This is an optimization exercise on Yosys and OpenROAD, whose aim is small area, a short achievable clock period and few clock cycles, not a production implementation. Only simulation tests tie the RTL to the original design; equivalence was not proved.

File: flow/config.mk
export PLATFORM = sky130hd
export DESIGN_NAME = vbc_block_decoder
export DESIGN_NICKNAME = vbc_block_decoder
export VERILOG_FILES = /design/flow/design.v
export SDC_FILE = /design/flow/constraint.sdc
export NUM_CORES = 4
export LEC_CHECK = 0
export ABC_AREA = 1
export CAP_MARGIN = 20
export CORE_MARGIN = 2
export CORE_UTILIZATION = 40
export CTS_CLUSTER_DIAMETER = 100
export CTS_CLUSTER_SIZE = 25
export SETUP_SLACK_MARGIN = 4.75
export SLEW_MARGIN = 20
File: flow/constraint.sdc
create_clock -name core_clock -period 10.0 [get_ports {clk}]
set_input_delay 2.0000 -clock core_clock [delete_from_list [all_inputs] [get_ports {clk}]]
set_output_delay 2.0000 -clock core_clock [all_outputs]
set_load 0.01 [all_outputs]
File: flow/design.v
module vbc_block_decoder (
    input  wire        clk,
    input  wire        rst,           
    input  wire        in_valid,
    output wire        in_ready,
    input  wire [31:0] in_data,       
    input  wire [4:0]  in_w,          
    output reg         out_valid,
    output wire [15:0] out_sample,    
    output reg         out_last       
);
    reg [31:0] slot0, slot1;
    reg        wp;            
    reg [1:0]  cnt;           
    reg [5:0]  ptr;
    reg [4:0]  w_in;          
    assign in_ready = !cnt[1];
    wire accept = in_valid && !cnt[1];
    reg        hdr;           
    reg        raw;
    reg [1:0]  pred;
    reg [4:0]  w;
    reg [17:0] ab;            
    reg        ua;
    reg [7:0]  idx;           
    reg [3:0]  idle;          
    reg [16:0] u2;            
    reg        v2;
    reg [15:0] hist [0:15];
    assign out_sample = hist[0];
    reg  [15:0] wmask;        
    integer wi;
    always @(*)
        for (wi = 0; wi < 16; wi = wi + 1)
            wmask[wi] = w > wi;
    wire [17:0] ub = ua ? {2'b0, u2[15:0]} : 18'd0;
    wire [17:0] cg [0:5];     
    wire [17:0] cp [0:5];
    assign cg[0] = ab & ub;
    assign cp[0] = ab ^ ub;
    genvar gl, gi;
    generate
        for (gl = 0; gl < 5; gl = gl + 1) begin : pfx
            for (gi = 0; gi < 18; gi = gi + 1) begin : bit_
                if (gi >= (1 << gl)) begin : comb
                    assign cg[gl+1][gi] = cg[gl][gi] | (cp[gl][gi] & cg[gl][gi - (1 << gl)]);
                    assign cp[gl+1][gi] = cp[gl][gi] & cp[gl][gi - (1 << gl)];
                end else begin : pass
                    assign cg[gl+1][gi] = cg[gl][gi];
                    assign cp[gl+1][gi] = cp[gl][gi];
                end
            end
        end
    endgenerate
    wire [17:0] carry = {cg[5][16:0], 1'b0};      
    wire [17:0] a     = cp[0] ^ carry;
    wire [17:0] hi    = ab | ub;
    reg  [15:0] kt;
    integer j;
    always @(*) begin
        kt[0] = 1'b1;
        for (j = 1; j < 16; j = j + 1)
            kt[j] = wmask[j] && (((hi >> (j + 2)) != 18'd0) || carry[j + 2]);
    end
    reg  [3:0] k;
    always @(*) begin
        k = 4'd0;
        for (j = 1; j < 16; j = j + 1)
            if (kt[j]) k = j;
    end
    wire [15:0] kmask = {1'b0, kt[15:1]};
    wire [31:0] wd0 = ptr[5] ? slot1 : slot0;
    wire [62:0] sh0 = ptr[5] ? {slot0[30:0], slot1} : {slot1[30:0], slot0};
    wire [46:0] sh1 = ptr[4] ? sh0[62:16] : sh0[46:0];
    wire [38:0] sh2 = ptr[3] ? sh1[46:8]  : sh1[38:0];
    wire [34:0] sh3 = ptr[2] ? sh2[38:4]  : sh2[34:0];
    wire [32:0] sh4 = ptr[1] ? sh3[34:2]  : sh3[32:0];
    wire [31:0] S   = ptr[0] ? sh4[32:1]  : sh4[31:0];
    reg  [4:0]  q;
    integer m;
    always @(*) begin
        q = 5'd16;
        for (m = 15; m >= 0; m = m - 1)
            if (!S[m]) q = m;
    end
    wire esc = q[4];
    wire [23:0] r1  = q[3] ? {1'b0, S[31:9]} : S[24:1];
    wire [19:0] r2  = q[2] ? r1[23:4]  : r1[19:0];
    wire [17:0] r3  = q[1] ? r2[19:2]  : r2[17:0];
    wire [15:0] rem = q[0] ? r3[16:1]  : r3[15:0];
    wire [4:0]  qk1 = k[0] ? {q[3:0], 1'b0} : {1'b0, q[3:0]};
    wire [6:0]  qk2 = k[1] ? {qk1, 2'b0}    : {2'b0, qk1};
    wire [10:0] qk3 = k[2] ? {qk2, 4'b0}    : {4'b0, qk2};
    wire [15:0] qk  = k[3] ? {qk3[7:0], 8'b0} : {5'b0, qk3};
    reg  [16:0] u;
    always @(*) begin
        if (raw)      u = {S[15:0] & wmask, 1'b0};
        else if (esc) u = {1'b0, S[31:16] & wmask};
        else          u = {1'b0, qk | (rem & kmask)};
    end
    wire [5:0]  pos_raw = {1'b0, ptr[4:0]} + {1'b0, w};
    wire [5:0]  pos_esc = pos_raw + 6'd16;
    wire [5:0]  xq      = {1'b0, ptr[4:0]} + {2'b0, q[3:0]};
    wire [5:0]  pos_cod = xq + {2'b0, k} + 6'd1;
    wire [5:0]  end_pos = raw ? pos_raw : esc ? pos_esc : pos_cod;
    reg  [47:0] W;
    integer n;
    always @(*)
        for (n = 0; n < 48; n = n + 1)
            W[n] = (n >= 32) ? 1'b1 : (n >= 17) ? kt[(32 - n) & 15] : 1'b0;
    wire [47:0] Wp      = {1'b1, W[47:1]};
    wire        strad_c = W[xq];
    wire        end5_c  = Wp[xq];
    wire        strad   = raw ? pos_raw > 6'd32 : esc ? pos_esc > 6'd32 : strad_c;
    wire        end5    = raw ? pos_raw[5]      : esc ? pos_esc[5]      : end5_c;
    wire        go      = !hdr && cnt != 2'd0 && (cnt[1] || !strad) && (idx == 8'd0 || idle == 4'd0);
    wire        last    = (idx == 8'd255);
    wire        hgo     = hdr && cnt != 2'd0;
    wire [1:0]  npop    = hgo ? 2'd1 : !go ? 2'd0 : last ? {strad, !strad} : {1'b0, end5};
    wire [1:0]  cnt_a   = cnt + {1'b0, accept};
    wire [1:0]  cnt_a1  = cnt_a - 2'd1;
    wire [1:0]  cnt_n   = npop[1] ? 2'd0 : npop[0] ? cnt_a1 : cnt_a;
    wire        upd     = go && !raw;
    wire [17:0] a_dec   = a - {2'b0, a[17:2]};
    wire [17:0] ab_n    = upd ? a_dec : a;
    always @(posedge clk) begin
        if (rst) begin
            cnt <= 2'd0;
            wp  <= 1'b0;
            ptr <= 6'd0;
            hdr <= 1'b1;
            idx <= 8'd0;
            v2  <= 1'b0;
            out_valid <= 1'b0;
        end else begin
            cnt <= cnt_n;
            wp  <= wp ^ accept;
            if (hgo || (go && last))
                ptr <= {ptr[5] ^ npop[0], 5'd0};
            else if (go)
                ptr <= {ptr[5] ^ end5, end_pos[4:0]};
            if (hdr) begin
                if (cnt != 2'd0) begin
                    hdr  <= 1'b0;
                    w    <= w_in;
                    pred <= wd0[1:0];
                    raw  <= wd0[6];
                end
            end else if (go) begin
                idx <= idx + 8'd1;
                if (last) hdr <= 1'b1;
            end
            v2 <= go;
            out_valid <= v2;
        end
        if (accept) w_in <= in_w;
        if (accept && !wp) slot0 <= in_data;
        if (accept &&  wp) slot1 <= in_data;
        if (hdr) begin
            ab <= 18'd4 << wd0[5:2];
            ua <= 1'b0;
        end else begin
            ab <= ab_n;
            ua <= upd;
        end
        idle     <= go ? 4'd0 : idle + 4'd1;
        u2       <= u;
        out_last <= (idx == 8'd0);
    end
    wire        first = (idx == 8'd1);
    wire        x0    = (idx[3:0] == 4'd1);
    wire        y0    = (idx[7:4] == 4'd0 && idx[3:0] != 4'd0) || (idx == 8'd16);
    wire        coded = !first && !raw;
    wire        use0  = coded && (pred == 2'd1 ? !x0 : pred == 2'd2 &&  y0);
    wire        use15 = coded && (pred == 2'd1 ?  x0 : pred == 2'd2 && !y0);
    wire [15:0] p     = (hist[0] & {16{use0}}) | (hist[15] & {16{use15}});
    wire [15:0] r = u2[16:1] ^ {16{u2[0]}};
    wire [15:0] s = (p + r) & wmask;
    integer h;
    always @(posedge clk) begin
        hist[0] <= v2 ? s : hist[15];
        for (h = 1; h < 16; h = h + 1) hist[h] <= hist[h-1];
    end
endmodule
File: flow/run.sh
#!/bin/bash
# synth_recipe.tcl (not shown) runs the flow's synth.tcl, then flattens the netlist and writes it again
# the make line also repeats each setting of config.mk as NAME=value (left out here)
make -C /OpenROAD-flow-scripts/flow DESIGN_CONFIG=/design/flow/config.mk WORK_HOME=/design/flow/orfs CLKGATE_MAP_FILE= SYNTH_SCRIPT=/design/flow/synth_recipe.tcl finish
==> reports/summary.txt, run 1 <==
RUN STATUS
--------------------------------------------------------------------------------
Outcome                                                             finished clean

GLOBAL ROUTING
--------------------------------------------------------------------------------
All-Layer GR Usage                                                         0.221
Pin count of the biggest net entering global routing                          62
Number of antenna violations at the first check in global routing              1
Global-route wire length before repair                                   83.1 mm
Routing usage on met1                                                      0.290
Grt peak-use layer                                                          met2
Met3 Usage GRT                                                            0.0341
Final global-route overflow total                                              0
Vias in the first global route                                             15100
Grt met2 use                                                               0.362

FLOORPLANNING
--------------------------------------------------------------------------------
Core box area                                                        0.0456 mm^2
Number of rows created at floorplan                                           78
Starting utilization of the core area                                      0.407
Ports placed on the boundary                                                  59
Die Footprint                                                        0.0482 mm^2
Vertical die dimension                                                    219 um
Die outline width                                                         219 um

STA
--------------------------------------------------------------------------------
Final setup violation count                                                    0
Relative slew slack                                                        0.342
Time the worst path needs with I/O delays and setup                      5.28 ns
Max-slew violations                                                            0
Sum Neg Setup Slack                                                         0 ns
Achievable frequency                                                     189 MHz
Slew at the pin closest to its max-slew limit                           0.977 ns
Setup repair after global routing missed its margin                         true
Final clock skew                                                       0.0279 ns
Fin crit share                                                             0.528
Hold WS                                                                 0.328 ns
Number of failing hold endpoints at the final stage                            0

PLACED DESIGN
--------------------------------------------------------------------------------
# port buffers                                                                58
Placed instance count                                                       2953
Final weighted congestion in routability-driven placement                  0.990
Post-DP HPWL                                                             39.5 mm

ROUTE
--------------------------------------------------------------------------------
Count of TritonRoute iterations in the first routing pass                      6
Wire length per cell after detailed routing                              17.9 um
Number of routed nets with antenna violations                                  0
Sum of routed wire length over all layers                                54.6 mm
DR iter-0 viols                                                             1277
Remaining routing DRC violations                                               0
Number of vias per cell after detailed routing                              5.26
Via total after detailed routing                                           16000

FINAL LAYOUT
--------------------------------------------------------------------------------
Net count of the finished layout                                            2563
Count of antenna diodes in the layout                                          0
Area added between synthesis and finish                                    16.4%
Proportion of layout cells with a drive suffix above 1                     0.113
Final standard cell utilization of the core                                0.474
Final std cells w/o fill                                                    3040

SYNTHESIS
--------------------------------------------------------------------------------
Cell Area, Synth                                                     0.0186 mm^2
Yosys synthesis warning count                                                  2
Count of unique library cells instantiated by Yosys                           56
Mean Syn Cell Area                                                     7.84 um^2
#FFs+latches synth                                                           394
Most instantiated flip-flop cell in the synthesis netlist                dfxtp_1
Number of synthesized flops with an enable pin                                77
Syn nets                                                                    2497
Asr flop ratio synth                                                           0
Most frequent cell after synthesis                                       nand2_1
Proportion of synthesized chip area in sequential cells                    0.466
Synth Instances                                                             2367
Most area-consuming cells after synthesis                           dfxtp_1, nand2_1, edfxtp_1, nand3_1, ha_1
Top-area cell type share of the netlist area                               0.342
Area leader, netlist                                                     dfxtp_1
Most common library cells after synthesis                           nand2_1, dfxtp_1, nand3_1

CRITICAL PATH
--------------------------------------------------------------------------------
Crit-path max FO                                                              24
Critical path capture point type                                            flop
Worst path slowest cell                                                  dfxtp_4
Required time reported for the critical path endpoint                   10.45 ns
Critical path startpoint category                                           flop
Arrival time at the worst endpoint                                       5.73 ns
Slowest Stage Delay on Critical Path                                     0.55 ns
CP Class                                                            flop to flop
Most used cell along the critical path                                   nand2_1

CLOCK NETWORK
--------------------------------------------------------------------------------
Clk Latency, worst-skew pair                                             0.57 ns
Clock Tree Root                                                        clkbuf_16
CTS buffer count                                                              21
Post-cts hold buffer count                                                     0
Sinks on the clock net                                                       394
Buffer depth of the longest clock path                                         3
Clock tree from TritonCTS                                                   done
Clock Pin Slew Worst Setup and Hold Paths                                0.10 ns
Count of H-tree levels built during CTS                                        1

MIN PATH
--------------------------------------------------------------------------------
Min-Delay Path Class                                                flop to flop

FLOW RUN
--------------------------------------------------------------------------------
Max-capacitance violation count                                                0

[stage by stage]
step           area, um^2  setup WS (ns)
2_1_floorplan       18600           5.08
3_3_place_gp        19600           2.92
3_5_place_dp        19600           2.83
4_1_cts             20700           4.74
5_1_grt             21600           4.35
6_report            21600           4.72
[critical path, delay by kind of cell, from the launching register on]
kind                       cells  cell delay [ns]
and+or+nand+nor               17             1.60
xor gates and xnor gates       1             0.30
adders and majority gates      1             0.35
buffers and inverters          9             1.34
AOI/OAI and AO/OA              6             0.98
DFF                            1             0.55
[per-layer routing]
layer / vias to the layer above / wire (um)
met5: - / 9
met4: 2 / 2590
met3: 131 / 2820
met2: 478 / 25200
met1: 7430 / 23900
li1: 7935 / -
[cell families (layout without fill, tap and decap cells)]
family          after synthesis  after routing  synth area share
simple gates               1160           1161             0.263
flops                       394            394             0.466
compound gates              339            339             0.109
buf+inv                     326            398            0.0719
fa+ha+maj                    90             90            0.0631
xor+xnor                     57             57            0.0269
mux                           1              1          0.000539
[path summary, 6_finish.rpt]
path | startpoint | slack (ns) | cells after the start | endpoint
setup reg to reg | ptr[5]$_SDFFE_PP0P_ | 4.72 | 34 | idx[4]$_SDFFE_PP0P_
hold reg to reg | hist[4][0]$_DFF_P_ | 0.33 | 0 | hist[5][0]$_DFF_P_
hold / removal | hist[4][0]$_DFF_P_ | 0.33 | 0 | hist[5][0]$_DFF_P_
setup / recovery | ptr[5]$_SDFFE_PP0P_ | 4.72 | 34 | idx[4]$_SDFFE_PP0P_
[cell usage in the layout (no fill, tap or decap), drive strengths merged, types with 16 or more instances in the layout]
cell type        n
a21oi           83
a31oi           22
buf             64
clkbuf          27
clkdlybuf4s50   58
dfxtp          317
edfxtp          77
ha              84
inv            242
nand2          682
nand3          295
nor2           138
o211ai          31
o21ai          126
o22ai           27
xnor2           16
xor2            41
[what timing repair did]
action | CTS | global route
setup endpoints to repair | 44 | 42
gates cloned | 3 | 7
pin swaps | 22 | 62
buffers inserted | 26 | 21
gates resized for setup | 86 | 135
[registers in the layout, indices dropped and copies added (netlist names)]
name	flops
v2	1
hdr	1
cnt	2
wp	1
ua	1
out_valid	1
pred	2
u2	17
w_in	5
w	5
ab	18
ptr	6
slot0	32
idx	8
out_last	1
hist	256
slot1	32
idle	4
raw	1
[final cells by class]
cell class | instances | area (um^2)
Tap cell | 600 | 751
Multi-Input combinational cell | 1648 | 9300
Sequential cell | 394 | 8670
Timing Repair inverter | 4 | 36.3
Fill cell | 4452 | 24000
Inverter | 239 | 973
Timing Repair Buffer | 125 | 1280
Clock buffer | 24 | 537
Clock inverter | 6 | 76.3
Testbench counts, summed over its fixed seeds: cycles 98,969.
==> run 2, diff against run 1 <==
--- a/flow/config.mk
+++ b/flow/config.mk
@@ -13,3 +13,3 @@
 export CTS_CLUSTER_SIZE = 25
-export SETUP_SLACK_MARGIN = 4.75
+export SETUP_SLACK_MARGIN = 4.4
 export SLEW_MARGIN = 20
==> run 2 against run 1 <==
Net effect:
- still clean on timing, DRC and antenna
- synthesized cell count did not move
- setup slack got worse by 0.14 ns
- first-iteration DRC count fell by 13%
- maximum frequency fell by 2.6%
- sequential share of layout area rose by 0.64 points
- non-clock buffer count fell by 6
- largest cell class unchanged
==> reports/summary.txt, run 2 <==
RUN STATUS
------------------------------------------------------------------------------------------
Outcome                                                                       finished clean   unchanged

STA
------------------------------------------------------------------------------------------
Final setup violation count                                                              0   unchanged
Time the worst path needs with I/O delays and setup                                5.42 ns   was 5.28 ns
Relative slew slack                                                                  0.334   was 0.342
Final clock skew                                                                 0.0270 ns   was 0.0279 ns
Max-slew violations                                                                      0   unchanged
Setup repair after global routing missed its margin                                   true   unchanged
Slew at the pin closest to its max-slew limit                                     0.988 ns   was 0.977 ns
Sum Neg Setup Slack                                                                   0 ns   unchanged
Achievable frequency                                                               184 MHz   was 189 MHz
Fin crit share                                                                       0.542   was 0.528
Hold WS                                                                           0.327 ns   was 0.328 ns
Number of failing hold endpoints at the final stage                                      0   unchanged

FLOW RUN
------------------------------------------------------------------------------------------
Max-capacitance violation count                                                          0   unchanged

PLACED DESIGN
------------------------------------------------------------------------------------------
Final weighted congestion in routability-driven placement                            0.990   unchanged
Post-DP HPWL                                                                       39.5 mm   unchanged
# port buffers                                                                          58   unchanged
Instance area at placement                                                     0.0196 mm^2   unchanged

CRITICAL PATH
------------------------------------------------------------------------------------------
Reg-to-reg endpoint                                                           ab[13]$_DFF_P_   was idx[4]$_SDFFE_PP0P_
Crit-path max FO                                                                        19   was 24
CP Class                                                                      flop to flop   unchanged
Worst path slowest cell                                                               fa_2   was dfxtp_4
Critical path capture point type                                                      flop   unchanged
Gate family responsible for the most delay along the worst path               simple AND/OR/NAND/NOR gates   unchanged
Most used cell along the critical path                                             nand2_1   unchanged
Number of cell instances on the worst register-to-register path                         34   unchanged
Worst-case register-to-register setup slack                                        4.58 ns   was 4.72 ns
Required time reported for the critical path endpoint                             10.44 ns   was 10.45 ns
Slowest Stage Delay on Critical Path                                               0.78 ns   was 0.55 ns
Number of cells on the critical path                                                    34   unchanged
CP Capture Point                                                              ab[13]$_DFF_P_   was idx[4]$_SDFFE_PP0P_
Arrival time at the worst endpoint                                                 5.86 ns   was 5.73 ns
Count of buffer and inverter cells on the critical path                                  5   was 9
Worst flop-to-flop path startpoint                                            ptr[5]$_SDFFE_PP0P_   unchanged
Launching element of the worst setup path                                     ptr[5]$_SDFFE_PP0P_   unchanged
Critical path startpoint category                                                     flop   unchanged

CLOCK NETWORK
------------------------------------------------------------------------------------------
Clock Pin Slew Worst Setup and Hold Paths                                          0.10 ns   about the same
Post-cts hold buffer count                                                               0   unchanged
Clk Latency, worst-skew pair                                                       0.57 ns   about the same
Clock tree from TritonCTS                                                             done   unchanged
Sinks on the clock net                                                                 394   unchanged
Buffer depth of the longest clock path                                                   3   unchanged
Count of H-tree levels built during CTS                                                  1   unchanged
CTS buffer count                                                                        21   unchanged
Clock Tree Root                                                                  clkbuf_16   unchanged

FINAL LAYOUT
------------------------------------------------------------------------------------------
Top register by number of flip-flops                                                  hist   unchanged
Most common cell after layout, fill and taps aside                                 nand2_1   unchanged
Largest regs                                                                  hist: 256 flops, slot0: 32 flops, slot1: 32 flops   unchanged
Final standard cell utilization of the core                                          0.467   was 0.474
Net count of the finished layout                                                      2558   was 2563
Post-route cell area                                                           0.0213 mm^2   was 0.0216 mm^2
Number of flip-flops under the largest register name                                   256   unchanged
Area added between synthesis and finish                                              14.6%   was 16.4%
Fill count                                                                            4485   was 4452
Proportion of layout cells with a drive suffix above 1                              0.0912   was 0.113
Leading cell types in the layout, fill and taps excluded                      nand2_1, dfxtp_1, nand3_1   unchanged

SYNTHESIS
------------------------------------------------------------------------------------------
Most instantiated flip-flop cell in the synthesis netlist                          dfxtp_1   unchanged
Number of synthesized flops with an enable pin                                          77   unchanged
Yosys synthesis warning count                                                            2   unchanged
Share of synthesized cell area in full adder, half adder and majority cells         0.0631   unchanged
Most area-consuming cells after synthesis                                     dfxtp_1, nand2_1, edfxtp_1, nand3_1, ha_1   unchanged
Mean Syn Cell Area                                                               7.84 um^2   unchanged
Cell Area, Synth                                                               0.0186 mm^2   unchanged
Top-area cell type share of the netlist area                                         0.342   unchanged
Proportion of synthesized chip area in sequential cells                              0.466   unchanged
Combinational family with the most area after synthesis                       simple AND/OR/NAND/NOR gates   unchanged
Synth Area in Compound Gates                                                         0.109   unchanged
Simple-gate portion of the synthesized area                                          0.263   unchanged
Fraction of synthesized cell area in xor and xnor cells                             0.0269   unchanged
Area leader, netlist                                                               dfxtp_1   unchanged
Asr flop ratio synth                                                                     0   unchanged
Count of unique library cells instantiated by Yosys                                     56   unchanged
Syn nets                                                                              2497   unchanged
Multiplexer fraction of the synthesized cell area                                 0.000539   unchanged
Synth Instances                                                                       2367   unchanged
Most common library cells after synthesis                                     nand2_1, dfxtp_1, nand3_1   unchanged
#FFs+latches synth                                                                     394   unchanged
Most frequent cell after synthesis                                                 nand2_1   unchanged

GLOBAL ROUTING
------------------------------------------------------------------------------------------
Global-route wire length before repair                                             81.5 mm   was 83.1 mm
Number of antenna violations at the first check in global routing                        2   was 1
Pin count of the biggest net entering global routing                                    62   unchanged
Final global-route overflow total                                                        0   unchanged
Vias in the first global route                                                       14900   was 15100
All-Layer GR Usage                                                                   0.217   was 0.221

FLOORPLANNING
------------------------------------------------------------------------------------------
Die outline width                                                                   219 um   unchanged
Core box area                                                                  0.0456 mm^2   unchanged
Vertical die dimension                                                              219 um   unchanged
Ports placed on the boundary                                                            59   unchanged
Starting utilization of the core area                                                0.407   unchanged
Number of rows created at floorplan                                                     78   unchanged
Die Footprint                                                                  0.0482 mm^2   unchanged

ROUTE
------------------------------------------------------------------------------------------
DR iter-0 viols                                                                       1114   was 1277
Wire length per cell after detailed routing                                        17.8 um   was 17.9 um
Sum of routed wire length over all layers                                          54.1 mm   was 54.6 mm
Via total after detailed routing                                                     15900   was 16000
Count of TritonRoute iterations in the first routing pass                                6   unchanged
Number of routed nets with antenna violations                                            0   unchanged
Remaining routing DRC violations                                                         0   unchanged
Number of vias per cell after detailed routing                                        5.25   was 5.26

MIN PATH
------------------------------------------------------------------------------------------
Min-Delay Path Class                                                          flop to flop   unchanged

[run 2: cell counts after synthesis]
No cell type changed its count.
[run 2: through the flow]
step / cells / setup slack (ns)
2_1_floorplan: 2367 / 5.08
3_3_place_gp: 2953 / 2.92
3_5_place_dp: 2953 / 2.83
4_1_cts: 2991 / 4.42
5_1_grt: 3035 / 4.20
6_report: 3036 / 4.58
[run 2: area by class of cell]
class                   count  area [um^2]  area share
clock inverters             6         76.3     0.00359
inverters                 239          962      0.0452
repair buffers            119         1180      0.0555
multi-input cells        1650         9060       0.426
well taps                 600          751      0.0353
diodes                      1         2.50    0.000118
repair inverters            3         43.8     0.00206
clock buffers              24          537      0.0252
flip-flops and latches    394         8670       0.407
[run 2: how the worst min path moves through the flow]
stage                                    start              endpoint  slack (ns)  cells after the start
after floorplan             hist[9][0]$_DFF_P_   hist[10][0]$_DFF_P_        0.31                      0
after global placement     hist[4][14]$_DFF_P_   hist[5][14]$_DFF_P_        0.31                      0
after detailed placement  hist[11][12]$_DFF_P_  hist[12][12]$_DFF_P_        0.31                      0
after CTS                  hist[5][12]$_DFF_P_   hist[6][12]$_DFF_P_        0.33                      0
after global routing      hist[11][13]$_DFF_P_  hist[12][13]$_DFF_P_        0.33                      0
final                       hist[4][0]$_DFF_P_    hist[5][0]$_DFF_P_        0.33                      0
[run 2: cells by family after synthesis]
kind of cell | Yosys count
simple gates | 1160
flops | 394
compound gates | 339
buf+inv | 326
fa+ha+maj | 90
xor+xnor | 57
mux | 1
[run 2: repair_timing]
item	CTS	global route
gates cloned	1	7
setup buffers	7	37
endpoints found under the setup margin	42	42
resized for setup	31	118
hold endpoints to repair	0	0
pin swaps	2	21
[run 2: routing by layer]
layer,vias up,GRT usage,routed length (um)
li1,7944,-,-
met1,7335,0.284,23500
met2,501,0.349,24600
met3,140,0.0375,3300
met4,4,0.0982,2580
met5,-,0,104
==> run 3, diff against run 2 <==
--- a/flow/config.mk
+++ b/flow/config.mk
@@ -13,3 +13,3 @@
 export CTS_CLUSTER_SIZE = 25
-export SETUP_SLACK_MARGIN = 4.4
+export SETUP_SLACK_MARGIN = 4.1
 export SLEW_MARGIN = 20
==> run 3 against run 2 <==
Net effect:
- global-route usage hardly changed
- setup slack got worse by 0.16 ns
- routed wire length fell by 0.40%
- final cell count fell by 0.30%
- hold slack hardly changed
- first-iteration DRC count rose by 19%
- critical endpoint is now ptr[4]$_SDFFE_PP0P_
- highest routed layer unchanged
==> reports/summary.txt, run 3 <==
RUN STATUS
------------------------------------------------------------------------------------------
Outcome                                                                       finished clean   unchanged

CLOCK NETWORK
------------------------------------------------------------------------------------------
Clock Tree Root                                                                  clkbuf_16   unchanged
Post-cts hold buffer count                                                               0   unchanged
Clk Latency, worst-skew pair                                                       0.56 ns   was 0.57 ns
Sinks on the clock net                                                                 394   unchanged
CTS buffer count                                                                        21   unchanged
Count of H-tree levels built during CTS                                                  1   unchanged
Clock Pin Slew Worst Setup and Hold Paths                                          0.10 ns   about the same
Clock tree from TritonCTS                                                             done   unchanged
Buffer depth of the longest clock path                                                   3   unchanged

FINAL LAYOUT
------------------------------------------------------------------------------------------
Number of flip-flops under the largest register name                                   256   unchanged
Most common cell after layout, fill and taps aside                                 nand2_1   unchanged
Area added between synthesis and finish                                              13.2%   was 14.6%
Leading cell types in the layout, fill and taps excluded                      nand2_1, dfxtp_1, nand3_1   unchanged
Final std cells w/o fill                                                              3027   was 3036
Proportion of layout cells with a drive suffix above 1                              0.0721   was 0.0912
Post-route cell area                                                           0.0210 mm^2   was 0.0213 mm^2
Count of antenna diodes in the layout                                                    0   was 1
Largest regs                                                                  hist: 256 flops, slot0: 32 flops, slot1: 32 flops   unchanged
Top register by number of flip-flops                                                  hist   unchanged
Net count of the finished layout                                                      2550   was 2558

ROUTE
------------------------------------------------------------------------------------------
Count of TritonRoute iterations in the first routing pass                                8   was 6
DR iter-0 viols                                                                       1330   was 1114
Sum of routed wire length over all layers                                          53.9 mm   was 54.1 mm
Via total after detailed routing                                                     15900   about the same
Number of routed nets with antenna violations                                            0   unchanged
Wire length per cell after detailed routing                                        17.8 um   about the same
Remaining routing DRC violations                                                         0   unchanged
Number of vias per cell after detailed routing                                        5.24   was 5.25

SYNTHESIS
------------------------------------------------------------------------------------------
Yosys synthesis warning count                                                            2   unchanged
Count of unique library cells instantiated by Yosys                                     56   unchanged
Number of synthesized flops with an enable pin                                          77   unchanged
Syn nets                                                                              2497   unchanged
Simple-gate portion of the synthesized area                                          0.263   unchanged
Top-area cell type share of the netlist area                                         0.342   unchanged
Cell Area, Synth                                                               0.0186 mm^2   unchanged
Mean Syn Cell Area                                                               7.84 um^2   unchanged
Proportion of synthesized chip area in sequential cells                              0.466   unchanged
Multiplexer fraction of the synthesized cell area                                 0.000539   unchanged
Most instantiated flip-flop cell in the synthesis netlist                          dfxtp_1   unchanged
Synth Instances                                                                       2367   unchanged
Most common library cells after synthesis                                     nand2_1, dfxtp_1, nand3_1   unchanged
Asr flop ratio synth                                                                     0   unchanged
Combinational family with the most area after synthesis                       simple AND/OR/NAND/NOR gates   unchanged
Share of synthesized cell area in full adder, half adder and majority cells         0.0631   unchanged
#FFs+latches synth                                                                     394   unchanged
Most frequent cell after synthesis                                                 nand2_1   unchanged
Synth Area in Compound Gates                                                         0.109   unchanged
Fraction of synthesized cell area in xor and xnor cells                             0.0269   unchanged
Area leader, netlist                                                               dfxtp_1   unchanged
Most area-consuming cells after synthesis                                     dfxtp_1, nand2_1, edfxtp_1, nand3_1, ha_1   unchanged

GLOBAL ROUTING
------------------------------------------------------------------------------------------
Pin count of the biggest net entering global routing                                    62   unchanged
Global-route wire length before repair                                             81.4 mm   was 81.5 mm
All-Layer GR Usage                                                                   0.216   was 0.217
Final global-route overflow total                                                        0   unchanged
Number of antenna violations at the first check in global routing                        2   unchanged
Vias in the first global route                                                       14900   about the same

CRITICAL PATH
------------------------------------------------------------------------------------------
Crit-path max FO                                                                         8   was 19
CP Class                                                                      flop to flop   unchanged
Reg-to-reg endpoint                                                           ptr[4]$_SDFFE_PP0P_   was ab[13]$_DFF_P_
Worst-case register-to-register setup slack                                        4.42 ns   was 4.58 ns
Cell Chain, Critical Path                                                     nor2_1, buf_4, inv_1, nor2_1, inv_1, nor2_1, inv_1, o21ai_0, inv_1, o21ai_0, a21oi_1, or2_2, a21oi_2, inv_1, fa_1, nand2_1, nand2_1, a21oi_1, xor2_1, o221ai_1, nand2_1, o21ai_1, nor2_1
Critical path capture point type                                                      flop   unchanged
Most used cell along the critical path                                               inv_1   was nand2_1
Required time reported for the critical path endpoint                             10.50 ns   was 10.44 ns
Slowest Stage Delay on Critical Path                                               0.61 ns   was 0.78 ns
Worst flop-to-flop path startpoint                                            w[4]$_DFFE_PP_   was ptr[5]$_SDFFE_PP0P_
Launching element of the worst setup path                                     w[4]$_DFFE_PP_   was ptr[5]$_SDFFE_PP0P_
CP Capture Point                                                              ptr[4]$_SDFFE_PP0P_   was ab[13]$_DFF_P_
Critical path startpoint category                                                     flop   unchanged
Worst path slowest cell                                                           edfxtp_1   was fa_2
Number of cell instances on the worst register-to-register path                         23   was 34
Arrival time at the worst endpoint                                                 6.08 ns   was 5.86 ns

STA
------------------------------------------------------------------------------------------
Sum Neg Setup Slack                                                                   0 ns   unchanged
Fin crit share                                                                       0.558   was 0.542
Relative slew slack                                                                  0.307   was 0.334
Slew at the pin closest to its max-slew limit                                      1.03 ns   was 0.988 ns
Achievable frequency                                                               179 MHz   was 184 MHz
Number of failing hold endpoints at the final stage                                      0   unchanged
Final setup violation count                                                              0   unchanged
Max-slew violations                                                                      0   unchanged
Setup repair after global routing missed its margin                                  false   was true
Final clock skew                                                                 0.0242 ns   was 0.0270 ns
Time the worst path needs with I/O delays and setup                                5.58 ns   was 5.42 ns

FLOORPLANNING
------------------------------------------------------------------------------------------
Die Footprint                                                                  0.0482 mm^2   unchanged
Vertical die dimension                                                              219 um   unchanged
Number of rows created at floorplan                                                     78   unchanged
Core box area                                                                  0.0456 mm^2   unchanged
Ports placed on the boundary                                                            59   unchanged
Starting utilization of the core area                                                0.407   unchanged
Die outline width                                                                   219 um   unchanged

PLACED DESIGN
------------------------------------------------------------------------------------------
Instance area at placement                                                     0.0196 mm^2   unchanged
Final weighted congestion in routability-driven placement                            0.990   unchanged
Placed instance count                                                                 2953   unchanged
# port buffers                                                                          58   unchanged
Post-DP HPWL                                                                       39.5 mm   unchanged

MIN PATH
------------------------------------------------------------------------------------------
Min-Delay Path Class                                                          flop to flop   unchanged

FLOW RUN
------------------------------------------------------------------------------------------
Max-capacitance violation count                                                          0   unchanged

## run 3: critical path: cells and delay by family, from the launching register on
family	cells	cell delay [ns]
buffers and inverters	6	1.27
adders and majority gates	1	0.49
AOI/OAI and AO/OA	7	1.23
xor gates and xnor gates	1	0.18
DFF	1	0.61
and+or+nand+nor	8	1.73
## run 3: logic make-up after synthesis
logic type               count (synthesis)
AND/OR/NAND/NOR                       1160
flip-flops                             394
AO/OA/AOI/OAI                          339
buffers and inverters                  326
adder cells (fa/ha/maj)                 90
XOR/XNOR                                57
multiplexers                             1
## run 3: worst min-delay path by stage
| stage | start | to | slack (ns) | depth (start not counted) |
|---|---|---|---|---|
| floorplan | hist[9][0]$_DFF_P_ | hist[10][0]$_DFF_P_ | 0.31 | 0 |
| global placement | hist[4][14]$_DFF_P_ | hist[5][14]$_DFF_P_ | 0.31 | 0 |
| detailed placement | hist[11][12]$_DFF_P_ | hist[12][12]$_DFF_P_ | 0.31 | 0 |
| CTS | hist[5][12]$_DFF_P_ | hist[6][12]$_DFF_P_ | 0.33 | 0 |
| global route | hist[11][13]$_DFF_P_ | hist[12][13]$_DFF_P_ | 0.33 | 0 |
| finish | hist[4][0]$_DFF_P_ | hist[5][0]$_DFF_P_ | 0.33 | 0 |
## run 3: per-stage QoR
stage	utilization	hold slack, ns	worst slack [ns]
after floorplan	-	0.310	5.08
after global placement	0.430	0.310	2.92
after detailed placement	0.430	0.312	2.83
after CTS	0.446	0.327	4.21
after global routing	0.461	0.327	4.04
final	0.461	0.327	4.42
## run 3: layer usage
| metal | vias up | global-route usage | wire [um] |
|---|---|---|---|
| met5 | - | 0 | 73 |
| met4 | 4 | 0.0937 | 2430 |
| met3 | 128 | 0.0363 | 3130 |
| met2 | 493 | 0.351 | 24600 |
| met1 | 7322 | 0.285 | 23700 |
| li1 | 7908 | - | - |
## run 3: final cells by class
| type | count | area (um^2) |
|---|---|---|
| timing repair buffer | 112 | 1130 |
| sequential | 394 | 8660 |
| clock buffer | 24 | 537 |
| tap | 600 | 751 |
| timing repair inverter | 2 | 35.0 |
| multi-input combinational | 1650 | 8870 |
| clock inverter | 6 | 76.3 |
| inverter | 239 | 960 |
| fill | 4487 | 24500 |
## run 3: repair_timing
| action | in CTS | in global routing |
|---|---|---|
| cloned | 1 | 7 |
| gates resized for setup | 23 | 76 |
| endpoints found under the setup margin | 41 | 42 |
| pin swaps | 1 | 18 |
| buffers inserted | 5 | 31 |
==> run 4, diff against run 3 <==
--- a/flow/config.mk
+++ b/flow/config.mk
@@ -13,3 +13,3 @@
 export CTS_CLUSTER_SIZE = 25
-export SETUP_SLACK_MARGIN = 4.1
+export SETUP_SLACK_MARGIN = 4.0
 export SLEW_MARGIN = 20
==> run 4 against run 3 <==
Net effect:
- still clean
- routed wire length fell by 1.4%
- non-clock buffer count fell by 15
- register-to-register slack improved by 0.02 ns
- design area fell by 1.6%
- critical endpoint unchanged
==> reports/summary.txt, run 4 <==
RUN STATUS
--------------------------------------------------------------------------------
Outcome                                                             finished clean   unchanged

CLOCK NETWORK
--------------------------------------------------------------------------------
Buffer depth of the longest clock path                                         3   unchanged
Clock Pin Slew Worst Setup and Hold Paths                                0.10 ns   about the same
Clock Tree Root                                                        clkbuf_16   unchanged
CTS buffer count                                                              21   unchanged
Sinks on the clock net                                                       394   unchanged
Clock tree from TritonCTS                                                   done   unchanged
Clk Latency, worst-skew pair                                             0.56 ns   about the same
Count of H-tree levels built during CTS                                        1   unchanged
Post-cts hold buffer count                                                     0   unchanged

STA
--------------------------------------------------------------------------------
Fin crit share                                                             0.556   was 0.558
Final setup violation count                                                    0   unchanged
Max-slew violations                                                            0   unchanged
Final worst setup slack                                                  4.44 ns   was 4.42 ns
Hold WS                                                                 0.327 ns   about the same
Sum Neg Setup Slack                                                         0 ns   unchanged
Relative slew slack                                                        0.351   was 0.307
Final clock skew                                                       0.0256 ns   was 0.0242 ns
Setup repair after global routing missed its margin                        false   unchanged
Achievable frequency                                                     180 MHz   was 179 MHz
Time the worst path needs with I/O delays and setup                      5.56 ns   was 5.58 ns
Number of failing hold endpoints at the final stage                            0   unchanged
Slew at the pin closest to its max-slew limit                           0.964 ns   was 1.03 ns

CRITICAL PATH
--------------------------------------------------------------------------------
Required time reported for the critical path endpoint                   10.50 ns   about the same
Crit-path max FO                                                               8   unchanged
CP Class                                                            flop to flop   unchanged
Critical path capture point type                                            flop   unchanged
Critical path startpoint category                                           flop   unchanged
Arrival time at the worst endpoint                                       6.06 ns   was 6.08 ns

FLOORPLANNING
--------------------------------------------------------------------------------
Vertical die dimension                                                    219 um   unchanged
Core box area                                                        0.0456 mm^2   unchanged
Die Footprint                                                        0.0482 mm^2   unchanged
Ports placed on the boundary                                                  59   unchanged
Die outline width                                                         219 um   unchanged
Number of rows created at floorplan                                           78   unchanged
Starting utilization of the core area                                      0.407   unchanged

FINAL LAYOUT
--------------------------------------------------------------------------------
Final standard cell utilization of the core                                0.454   was 0.461
Area of the multi-input gates                                       0.00871 mm^2   was 0.00887 mm^2
Post-route cell area                                                 0.0207 mm^2   was 0.0210 mm^2
Final std cells w/o fill                                                    3010   was 3027
Net count of the finished layout                                            2533   was 2550
Area taken by flip-flops and latches                                0.00866 mm^2   unchanged
Leading cell types in the layout, fill and taps excluded            nand2_1, dfxtp_1, nand3_1   unchanged
Area added between synthesis and finish                                    11.4%   was 13.2%
Most common cell after layout, fill and taps aside                       nand2_1   unchanged
Top register by number of flip-flops                                        hist   unchanged
Count of antenna diodes in the layout                                          0   unchanged
Proportion of layout cells with a drive suffix above 1                    0.0544   was 0.0721
Number of flip-flops under the largest register name                         256   unchanged
Largest regs                                                        hist: 256 flops, slot0: 32 flops, slot1: 32 flops   unchanged
Fill count                                                                  4510   was 4487

PLACED DESIGN
--------------------------------------------------------------------------------
# port buffers                                                                58   unchanged
Pre-CTS WS                                                               2.83 ns   unchanged
Final weighted congestion in routability-driven placement                  0.990   unchanged
Instance area at placement                                           0.0196 mm^2   unchanged
Placed instance count                                                       2953   unchanged
Post-DP HPWL                                                             39.5 mm   unchanged

GLOBAL ROUTING
--------------------------------------------------------------------------------
Final global-route overflow total                                              0   unchanged
All-Layer GR Usage                                                         0.216   about the same
Vias in the first global route                                             14800   was 14900
Number of antenna violations at the first check in global routing              2   unchanged
Pin count of the biggest net entering global routing                          62   unchanged
Global-route wire length before repair                                   81.3 mm   was 81.4 mm

ROUTE
--------------------------------------------------------------------------------
Via total after detailed routing                                           15800   was 15900
Sum of routed wire length over all layers                                53.1 mm   was 53.9 mm
Wire length per cell after detailed routing                              17.6 um   was 17.8 um
Number of vias per cell after detailed routing                              5.23   was 5.24
DR iter-0 viols                                                             1355   was 1330
Count of TritonRoute iterations in the first routing pass                      6   was 8
Number of routed nets with antenna violations                                  0   unchanged
Remaining routing DRC violations                                               0   unchanged

MIN PATH
--------------------------------------------------------------------------------
Min-Delay Path Class                                                flop to flop   unchanged

SYNTHESIS
--------------------------------------------------------------------------------
Asr flop ratio synth                                                           0   unchanged
Most area-consuming cells after synthesis                           dfxtp_1, nand2_1, edfxtp_1, nand3_1, ha_1   unchanged
Top-area cell type share of the netlist area                               0.342   unchanged
Count of unique library cells instantiated by Yosys                           56   unchanged
#FFs+latches synth                                                           394   unchanged
Mean Syn Cell Area                                                     7.84 um^2   unchanged
Yosys synthesis warning count                                                  2   unchanged
Area leader, netlist                                                     dfxtp_1   unchanged
Number of synthesized flops with an enable pin                                77   unchanged
Proportion of synthesized chip area in sequential cells                    0.466   unchanged
Syn nets                                                                    2497   unchanged
Most frequent cell after synthesis                                       nand2_1   unchanged
Most instantiated flip-flop cell in the synthesis netlist                dfxtp_1   unchanged
Most common library cells after synthesis                           nand2_1, dfxtp_1, nand3_1   unchanged
Cell Area, Synth                                                     0.0186 mm^2   unchanged
Synth Instances                                                             2367   unchanged

FLOW RUN
--------------------------------------------------------------------------------
Max-capacitance violation count                                                0   unchanged

==> run 4: cell types whose count changed in the layout (fill, tap and decap cells not counted), sizes merged <==
cell / before / now
buf: 52 / 37
inv: 239 / 240
nor2: 140 / 138
clkinv: 5 / 4
==> run 4: worst paths after layout <==
| check | startpoint | endpoint | slack (ns) | cells past startpoint |
|---|---|---|---|---|
| max | w[4]$_DFFE_PP_ | ptr[4]$_SDFFE_PP0P_ | 4.44 | 23 |
| min | hist[4][0]$_DFF_P_ | hist[5][0]$_DFF_P_ | 0.33 | 0 |
| max reg2reg | w[4]$_DFFE_PP_ | ptr[4]$_SDFFE_PP0P_ | 4.44 | 23 |
| min reg2reg | hist[4][0]$_DFF_P_ | hist[5][0]$_DFF_P_ | 0.33 | 0 |
==> run 4: layout make-up <==
| type | count | area share |
|---|---|---|
| Clock buffer | 24 | 0.0259 |
| Clock inverter | 6 | 0.00369 |
| Inverter | 239 | 0.0460 |
| Multi-Input combinational cell | 1648 | 0.421 |
| Sequential cell | 394 | 0.419 |
| Tap cell | 600 | 0.0363 |
| Timing Repair Buffer | 97 | 0.0473 |
| Timing Repair inverter | 2 | 0.00103 |
==> run 4: critical path: stages (launching register included) <==
cell and delay, ns:
edfxtp_1 0.61, nor2_1 0.17, buf_4 0.22, inv_1 0.11
nor2_1 0.44, inv_1 0.27, nor2_1 0.49, inv_1 0.23
o21ai_0 0.23, inv_1 0.16, o21ai_0 0.20, a21oi_1 0.08
or2_2 0.28, a21oi_2 0.36, inv_1 0.27, fa_1 0.48
nand2_1 0.10, nand2_1 0.06, a21oi_1 0.15, xor2_1 0.18
o221ai_1 0.14, nand2_1 0.08, o21ai_1 0.06, nor2_1 0.11
==> run 4: cells by family after synthesis <==
| group | synth area share |
|---|---|
| DFF | 0.466 |
| and+or+nand+nor | 0.263 |
| buffers and inverters | 0.0719 |
| muxes | 0.000539 |
| adders and majority gates | 0.0631 |
| xor gates and xnor gates | 0.0269 |
| AOI/OAI and AO/OA | 0.109 |
==> run 4: per-layer routing <==
layer	track usage	vias up	routed length [um]
met5	0	-	69
li1	-	7874	-
met4	0.0921	4	2430
met2	0.350	474	24000
met1	0.284	7271	23500
met3	0.0363	131	3150
==> run 4: timing repair <==
action,in CTS,in global routing
gates resized for setup,16,43
gates cloned,0,5
endpoints found under the setup margin,41,42
setup buffers,3,19
pin swaps,0,5
==> run 5, diff against run 4 <==
--- a/flow/config.mk
+++ b/flow/config.mk
@@ -13,3 +13,4 @@
 export CTS_CLUSTER_SIZE = 25
-export SETUP_SLACK_MARGIN = 4.0
+export GPL_ROUTABILITY_DRIVEN = 0
+export SETUP_SLACK_MARGIN = 4.25
 export SLEW_MARGIN = 20
==> run 5 against run 4 <==
Net effect:
- routed wire length shrank 5.0%
- maximum frequency grew 0.68%
- synthesized cell count is the same
- critical endpoint is now cnt[1]$_SDFF_PP0_
- hold slack lost 0.011 ns
- first-iteration DRC count grew 23%
- critical path depth grew 20
==> reports/summary.txt, run 5 <==
SYNTHESIS
--------------------------------------------------------------------------------
Most common library cells after synthesis                           nand2_1, dfxtp_1, nand3_1   unchanged
Yosys synthesis warning count                                                  2   unchanged
Most frequent cell after synthesis                                       nand2_1   unchanged
Asr flop ratio synth                                                           0   unchanged
Proportion of synthesized chip area in sequential cells                    0.466   unchanged
Count of unique library cells instantiated by Yosys                           56   unchanged
Most area-consuming cells after synthesis                           dfxtp_1, nand2_1, edfxtp_1, nand3_1, ha_1   unchanged
Syn nets                                                                    2497   unchanged
Area leader, netlist                                                     dfxtp_1   unchanged
Cell Area, Synth                                                     0.0186 mm^2   unchanged
Mean Syn Cell Area                                                     7.84 um^2   unchanged
Most instantiated flip-flop cell in the synthesis netlist                dfxtp_1   unchanged
Synth Instances                                                             2367   unchanged
Number of synthesized flops with an enable pin                                77   unchanged
#FFs+latches synth                                                           394   unchanged
Top-area cell type share of the netlist area                               0.342   unchanged

CRITICAL PATH
--------------------------------------------------------------------------------
Reg-to-reg endpoint                                                 cnt[1]$_SDFF_PP0_   was ptr[4]$_SDFFE_PP0P_
Critical path capture point type                                            flop   unchanged
Critical path startpoint category                                           flop   unchanged
Most used cell along the critical path                                   nand2_1   was inv_1
Crit-path max FO                                                              17   was 8
Worst flop-to-flop path startpoint                                  ptr[5]$_SDFFE_PP0P_   was w[4]$_DFFE_PP_
Worst path slowest cell                                                  dfxtp_4   was edfxtp_1
Launching element of the worst setup path                           ptr[5]$_SDFFE_PP0P_   was w[4]$_DFFE_PP_
Arrival time at the worst endpoint                                       6.01 ns   was 6.06 ns
CP Class                                                            flop to flop   unchanged
Number of cell instances on the worst register-to-register path               43   was 23
Worst-case register-to-register setup slack                              4.47 ns   was 4.44 ns
Required time reported for the critical path endpoint                   10.48 ns   was 10.50 ns
Slowest Stage Delay on Critical Path                                     0.42 ns   was 0.61 ns

CLOCK NETWORK
--------------------------------------------------------------------------------
Clock Tree Root                                                        clkbuf_16   unchanged
Clock tree from TritonCTS                                                   done   unchanged
Count of H-tree levels built during CTS                                        1   unchanged
Clock Pin Slew Worst Setup and Hold Paths                                0.10 ns   about the same
Clk Latency, worst-skew pair                                             0.56 ns   about the same
Sinks on the clock net                                                       394   unchanged
Buffer depth of the longest clock path                                         3   unchanged
CTS buffer count                                                              19   was 21

GLOBAL ROUTING
--------------------------------------------------------------------------------
Number of antenna violations at the first check in global routing              0   was 2
Final global-route overflow total                                              0   unchanged
Vias in the first global route                                             14700   was 14800
Global-route wire length before repair                                   77.1 mm   was 81.3 mm
Pin count of the biggest net entering global routing                          62   unchanged
All-Layer GR Usage                                                         0.200   was 0.216

FINAL LAYOUT
--------------------------------------------------------------------------------
Net count of the finished layout                                            2565   was 2533
Largest regs                                                        hist: 256 flops, slot0: 32 flops, slot1: 32 flops   unchanged
Post-route cell area                                                 0.0212 mm^2   was 0.0207 mm^2
Most common cell after layout, fill and taps aside                       nand2_1   unchanged
Final standard cell utilization of the core                                0.466   was 0.454
Number of flip-flops under the largest register name                         256   unchanged
Top register by number of flip-flops                                        hist   unchanged
Leading cell types in the layout, fill and taps excluded            nand2_1, dfxtp_1, nand3_1   unchanged
Area added between synthesis and finish                                    14.3%   was 11.4%
Fill count                                                                  4453   was 4510
Proportion of layout cells with a drive suffix above 1                    0.0939   was 0.0544
Final std cells w/o fill                                                    3041   was 3010

STA
--------------------------------------------------------------------------------
Setup repair after global routing missed its margin                         true   was false
Time the worst path needs with I/O delays and setup                      5.53 ns   was 5.56 ns
Max-slew violations                                                            0   unchanged
Final clock skew                                                       0.0328 ns   was 0.0256 ns
Sum Neg Setup Slack                                                         0 ns   unchanged
Final worst setup slack                                                  4.47 ns   was 4.44 ns
Slew at the pin closest to its max-slew limit                            1.05 ns   was 0.964 ns
Achievable frequency                                                     181 MHz   was 180 MHz
Final setup violation count                                                    0   unchanged
Relative slew slack                                                        0.292   was 0.351
Number of failing hold endpoints at the final stage                            0   unchanged
Fin crit share                                                             0.553   was 0.556

PLACED DESIGN
--------------------------------------------------------------------------------
Instance area at placement                                           0.0196 mm^2   about the same
# port buffers                                                                58   unchanged
Placed instance count                                                       2954   was 2953
Pre-CTS WS                                                               2.93 ns   was 2.83 ns
Post-DP HPWL                                                             36.5 mm   was 39.5 mm

ROUTE
--------------------------------------------------------------------------------
Number of vias per cell after detailed routing                              5.30   was 5.23
Sum of routed wire length over all layers                                50.5 mm   was 53.1 mm
Wire length per cell after detailed routing                              16.6 um   was 17.6 um
Remaining routing DRC violations                                               0   unchanged
Via total after detailed routing                                           16100   was 15800
DR iter-0 viols                                                             1662   was 1355
Number of routed nets with antenna violations                                  0   unchanged
Count of TritonRoute iterations in the first routing pass                      6   unchanged

RUN STATUS
--------------------------------------------------------------------------------
Outcome                                                             finished clean   unchanged

MIN PATH
--------------------------------------------------------------------------------
Min-Delay Path Class                                                flop to flop   unchanged
Endpoint with the worst hold slack                                  hist[14][11]$_DFF_P_   was hist[5][0]$_DFF_P_
Cell depth of the worst hold path                                              0   unchanged
Startpoint of the lowest-slack hold path                            hist[13][11]$_DFF_P_   was hist[4][0]$_DFF_P_

FLOORPLANNING
--------------------------------------------------------------------------------
Starting utilization of the core area                                      0.407   unchanged
Number of rows created at floorplan                                           78   unchanged
Die Footprint                                                        0.0482 mm^2   unchanged
Core box area                                                        0.0456 mm^2   unchanged
Ports placed on the boundary                                                  59   unchanged
Die outline width                                                         219 um   unchanged
Vertical die dimension                                                    219 um   unchanged

FLOW RUN
--------------------------------------------------------------------------------
Max-capacitance violation count                                                0   unchanged

## run 5: cell counts after synthesis
No cell type changed its count.
## run 5: per-stage QoR
stage	hold slack (ns)
CTS	0.315
detailed placement	0.312
finish	0.316
floorplan	0.310
global route	0.329
global placement	0.311
## run 5: layout make-up
type,count,area (um^2),share of cell area
sequential,394,8660,0.408
tap,600,751,0.0354
timing repair inverter,3,37.5,0.00177
clock buffer,23,490,0.0231
timing repair buffer,129,1240,0.0585
antenna,2,5.00,0.000236
inverter,239,966,0.0455
clock inverter,2,17.5,0.000825
multi-input combinational,1649,9060,0.427
## run 5: kinds of logic (layout without fill, tap and decap cells)
family	Yosys count	after routing	share of synthesized area
AND/OR/NAND/NOR	1160	1162	0.263
flip-flops	394	394	0.466
AO/OA/AOI/OAI	339	339	0.109
buffers and inverters	326	396	0.0719
adder cells (fa/ha/maj)	90	90	0.0631
XOR/XNOR	57	57	0.0269
multiplexers	1	1	0.000539
other	0	2	0
## run 5: worst max-delay path by stage
stage | slack [ns] | to | cells after the start
after detailed placement | 2.93 | ptr[5]$_SDFFE_PP0P_ | 45
after floorplan | 5.08 | ab[11]$_DFF_P_ | 45
after global routing | 4.06 | ptr[5]$_SDFFE_PP0P_ | 43
final | 4.47 | cnt[1]$_SDFF_PP0_ | 43
after global placement | 3.26 | ptr[5]$_SDFFE_PP0P_ | 45
after CTS | 4.28 | ptr[5]$_SDFFE_PP0P_ | 30
## run 5: what timing repair did
item,in CTS,in global routing
endpoints found under the setup margin,41,42
hold buffers,0,0
setup buffers,4,50
pin swaps,1,19
gates resized for setup,23,135
cloned,1,5
## run 5: critical path: cells and delay by family, from the launching register on
family	cells	cell delay, ns
AND/OR/NAND/NOR	26	2.48
AO/OA/AOI/OAI	5	0.86
adder cells (fa/ha/maj)	1	0.36
flip-flops	1	0.42
buffers and inverters	11	1.32
## run 5: metal layers
| metal | global-route usage | up-vias | share of wire |
|---|---|---|---|
| li1 | - | 7939 | - |
| met4 | 0.0705 | 0 | 0.044 |
| met1 | 0.263 | 7406 | 0.43 |
| met2 | 0.329 | 630 | 0.45 |
| met3 | 0.0378 | 152 | 0.080 |
| met5 | 0 | - | 0 |
==> run 6, diff against run 5 <==
--- a/flow/config.mk
+++ b/flow/config.mk
@@ -13,3 +13,2 @@
 export CTS_CLUSTER_SIZE = 25
-export GPL_ROUTABILITY_DRIVEN = 0
 export SETUP_SLACK_MARGIN = 4.25
==> run 6 against run 5 <==
Net effect:
- maximum frequency is 2.5% higher
- flip-flop and latch count unchanged
- largest cell class unchanged
- highest routed layer is now met5
- routed wire length increased by 5.9%
- critical endpoint is now ab[9]$_DFF_P_
- die area did not move
- critical path type unchanged
- still clean
- final cell count fell by 0.79%
- setup slack gained 0.13 ns
- clock skew is 0.0064 ns lower
==> reports/summary.txt, run 6 <==
RUN STATUS
------------------------------------------------------------------------------------------
Outcome                                                                       finished clean   unchanged

FLOORPLANNING
------------------------------------------------------------------------------------------
Die outline width                                                                   219 um   unchanged
Core box area                                                                  0.0456 mm^2   unchanged
Starting utilization of the core area                                                0.407   unchanged
Vertical die dimension                                                              219 um   unchanged
Ports placed on the boundary                                                            59   unchanged
Number of rows created at floorplan                                                     78   unchanged
Die Footprint                                                                  0.0482 mm^2   unchanged

STA
------------------------------------------------------------------------------------------
Final clock skew                                                                 0.0263 ns   was 0.0328 ns
Hold WS                                                                           0.327 ns   was 0.316 ns
Final worst setup slack                                                            4.61 ns   was 4.47 ns
Max-slew violations                                                                      0   unchanged
Relative slew slack                                                                  0.327   was 0.292
Final setup violation count                                                              0   unchanged
Fin crit share                                                                       0.539   was 0.553
Achievable frequency                                                               186 MHz   was 181 MHz
Slew at the pin closest to its max-slew limit                                     0.999 ns   was 1.05 ns
Setup repair after global routing missed its margin                                   true   unchanged
Number of failing hold endpoints at the final stage                                      0   unchanged
Time the worst path needs with I/O delays and setup                                5.39 ns   was 5.53 ns
Sum Neg Setup Slack                                                                   0 ns   unchanged

FINAL LAYOUT
------------------------------------------------------------------------------------------
Leading cell types in the layout, fill and taps excluded                      nand2_1, dfxtp_1, nand3_1   unchanged
Count of antenna diodes in the layout                                                    0   was 2
Most common cell after layout, fill and taps aside                                 nand2_1   unchanged
Area added between synthesis and finish                                              12.6%   was 14.3%
Proportion of layout cells with a drive suffix above 1                              0.0670   was 0.0939
Net count of the finished layout                                                      2540   was 2565
Final std cells w/o fill                                                              3017   was 3041
Largest regs                                                                  hist: 256 flops, slot0: 32 flops, slot1: 32 flops   unchanged
Number of flip-flops under the largest register name                                   256   unchanged
Top register by number of flip-flops                                                  hist   unchanged

SYNTHESIS
------------------------------------------------------------------------------------------
Asr flop ratio synth                                                                     0   unchanged
Simple-gate portion of the synthesized area                                          0.263   unchanged
Count of unique library cells instantiated by Yosys                                     56   unchanged
Top-area cell type share of the netlist area                                         0.342   unchanged
Synth Instances                                                                       2367   unchanged
Share of synthesized cell area in full adder, half adder and majority cells         0.0631   unchanged
Yosys synthesis warning count                                                            2   unchanged
Area leader, netlist                                                               dfxtp_1   unchanged
Most frequent cell after synthesis                                                 nand2_1   unchanged
Syn nets                                                                              2497   unchanged
Most instantiated flip-flop cell in the synthesis netlist                          dfxtp_1   unchanged
Most area-consuming cells after synthesis                                     dfxtp_1, nand2_1, edfxtp_1, nand3_1, ha_1   unchanged
Combinational family with the most area after synthesis                       simple AND/OR/NAND/NOR gates   unchanged
Fraction of synthesized cell area in xor and xnor cells                             0.0269   unchanged
Cell Area, Synth                                                               0.0186 mm^2   unchanged
Number of synthesized flops with an enable pin                                          77   unchanged
Proportion of synthesized chip area in sequential cells                              0.466   unchanged
#FFs+latches synth                                                                     394   unchanged
Mean Syn Cell Area                                                               7.84 um^2   unchanged
Most common library cells after synthesis                                     nand2_1, dfxtp_1, nand3_1   unchanged
Multiplexer fraction of the synthesized cell area                                 0.000539   unchanged
Synth Area in Compound Gates                                                         0.109   unchanged

CRITICAL PATH
------------------------------------------------------------------------------------------
Worst path slowest cell                                                               fa_2   was dfxtp_4
Crit-path max FO                                                                        19   was 17
Critical path startpoint category                                                     flop   unchanged
Required time reported for the critical path endpoint                             10.43 ns   was 10.48 ns
Arrival time at the worst endpoint                                                 5.83 ns   was 6.01 ns
Most used cell along the critical path                                             nand2_1   unchanged
Slowest Stage Delay on Critical Path                                               0.66 ns   was 0.42 ns
CP Class                                                                      flop to flop   unchanged
Critical path capture point type                                                      flop   unchanged

PLACED DESIGN
------------------------------------------------------------------------------------------
Final weighted congestion in routability-driven placement                            0.990
# port buffers                                                                          58   unchanged
Post-DP HPWL                                                                       39.5 mm   was 36.5 mm
Placed instance count                                                                 2953   was 2954
Pre-CTS WS                                                                         2.83 ns   was 2.93 ns

GLOBAL ROUTING
------------------------------------------------------------------------------------------
Number of antenna violations at the first check in global routing                        2   was 0
Vias in the first global route                                                       14800   was 14700
Final global-route overflow total                                                        0   unchanged
Grt met2 use                                                                         0.351   was 0.329
Pin count of the biggest net entering global routing                                    62   unchanged
Global-route wire length before repair                                             81.4 mm   was 77.1 mm
Grt peak-use layer                                                                    met2   unchanged
Met3 Usage GRT                                                                      0.0363   was 0.0378
All-Layer GR Usage                                                                   0.217   was 0.200
Routing usage on met1                                                                0.285   was 0.263

CLOCK NETWORK
------------------------------------------------------------------------------------------
Clock Tree Root                                                                  clkbuf_16   unchanged
Clk Latency, worst-skew pair                                                       0.56 ns   about the same
Buffer depth of the longest clock path                                                   3   unchanged
CTS buffer count                                                                        21   was 19
Count of H-tree levels built during CTS                                                  1   unchanged
Sinks on the clock net                                                                 394   unchanged
Clock Pin Slew Worst Setup and Hold Paths                                          0.10 ns   about the same
Clock tree from TritonCTS                                                             done   unchanged

ROUTE
------------------------------------------------------------------------------------------
DR iter-0 viols                                                                       1249   was 1662
Via total after detailed routing                                                     15900   was 16100
Remaining routing DRC violations                                                         0   unchanged
Number of routed nets with antenna violations                                            0   unchanged
Count of TritonRoute iterations in the first routing pass                                6   unchanged
Wire length per cell after detailed routing                                        17.7 um   was 16.6 um
Sum of routed wire length over all layers                                          53.4 mm   was 50.5 mm
Number of vias per cell after detailed routing                                        5.27   was 5.30

MIN PATH
------------------------------------------------------------------------------------------
Min-Delay Path Class                                                          flop to flop   unchanged

FLOW RUN
------------------------------------------------------------------------------------------
Max-capacitance violation count                                                          0   unchanged

==> run 6: per-layer routing <==
| layer | vias up | wire, um |
|---|---|---|
| met5 | - | 32 |
| met4 | 4 | 2450 |
| met3 | 125 | 3240 |
| met2 | 521 | 24400 |
| met1 | 7347 | 23300 |
| li1 | 7899 | - |
==> run 6: critical path: cells and delay by family, from the launching register on <==
family | cells | cell delay, ns
AND/OR/NAND/NOR | 32 | 2.66
flip-flops | 1 | 0.37
adder cells (fa/ha/maj) | 2 | 0.80
buffers and inverters | 5 | 0.58
AO/OA/AOI/OAI | 6 | 0.78
==> run 6: final timing paths <==
path,slack (ns),to,cells after the start,start
worst max-delay path,4.61,ab[9]$_DFF_P_,45,ptr[5]$_SDFFE_PP0P_
worst min-delay path,0.33,hist[5][0]$_DFF_P_,0,hist[4][0]$_DFF_P_
worst max register to register,4.61,ab[9]$_DFF_P_,45,ptr[5]$_SDFFE_PP0P_
worst min register to register,0.33,hist[5][0]$_DFF_P_,0,hist[4][0]$_DFF_P_
==> run 6: logic make-up after synthesis <==
family / after synthesis
flops: 394
simple gates: 1160
xor+xnor: 57
fa+ha+maj: 90
compound gates: 339
buf+inv: 326
mux: 1
==> run 6: cell type report <==
cell class	instances	area (um^2)
clock buffers	24	537
clock inverters	6	76.3
fillers	4496	24700
inverters	239	962
multi-input cells	1648	8850
flip-flops and latches	394	8670
well taps	600	751
repair buffers	104	1030
repair inverters	2	25.0
==> run 6: what timing repair did <==
| item | CTS | global route |
|---|---|---|
| buffers inserted | 6 | 22 |
| cloned | 1 | 5 |
| setup endpoints to repair | 42 | 42 |
| hold endpoints to repair | 0 | 0 |
| pin swaps | 2 | 6 |
| gates resized for setup | 24 | 79 |
| hold buffers | 0 | 0 |
==> run 6: metrics by stage <==
step	cell area (um^2)	util
2_1_floorplan	18600	-
3_3_place_gp	19600	0.430
3_5_place_dp	19600	0.430
4_1_cts	20300	0.446
5_1_grt	20900	0.459
6_report	20900	0.459

port drivers added, routing unchanged:
Ports are ideal in the flow. The routed layouts listed here were re-timed in OpenROAD. Step 1 assumes that a clkbuf_16 drives the clock port and a buf_2 every other input. Step 2 adds t to the input delays and takes it off the output delays; t is the mean of the earliest and latest rising clock arrival at the registers after step 1. Input paths then give back, and output paths get back, about the clock's delay inside the block. Three values: no drivers, after step 1, after step 2; two values: the first two.
run | shift t [ns] | setup WS [ns] | worst register clock-pin slew, ns
run 1 | 0.608 | 4.720 / 4.720 / 4.720 | 0.10 / 0.10
run 2 | 0.607 | 4.578 / 4.578 / 4.578 | 0.10 / 0.10
run 3 | 0.605 | 4.415 / 4.415 / 4.415 | 0.10 / 0.10
run 4 | 0.604 | 4.437 / 4.437 / 4.437 | 0.10 / 0.10
run 5 | 0.595 | 4.475 / 4.475 / 4.475 | 0.11 / 0.11
run 6 | 0.605 | 4.609 / 4.609 / 4.609 | 0.10 / 0.10
After both steps every run listed still meets setup and hold.
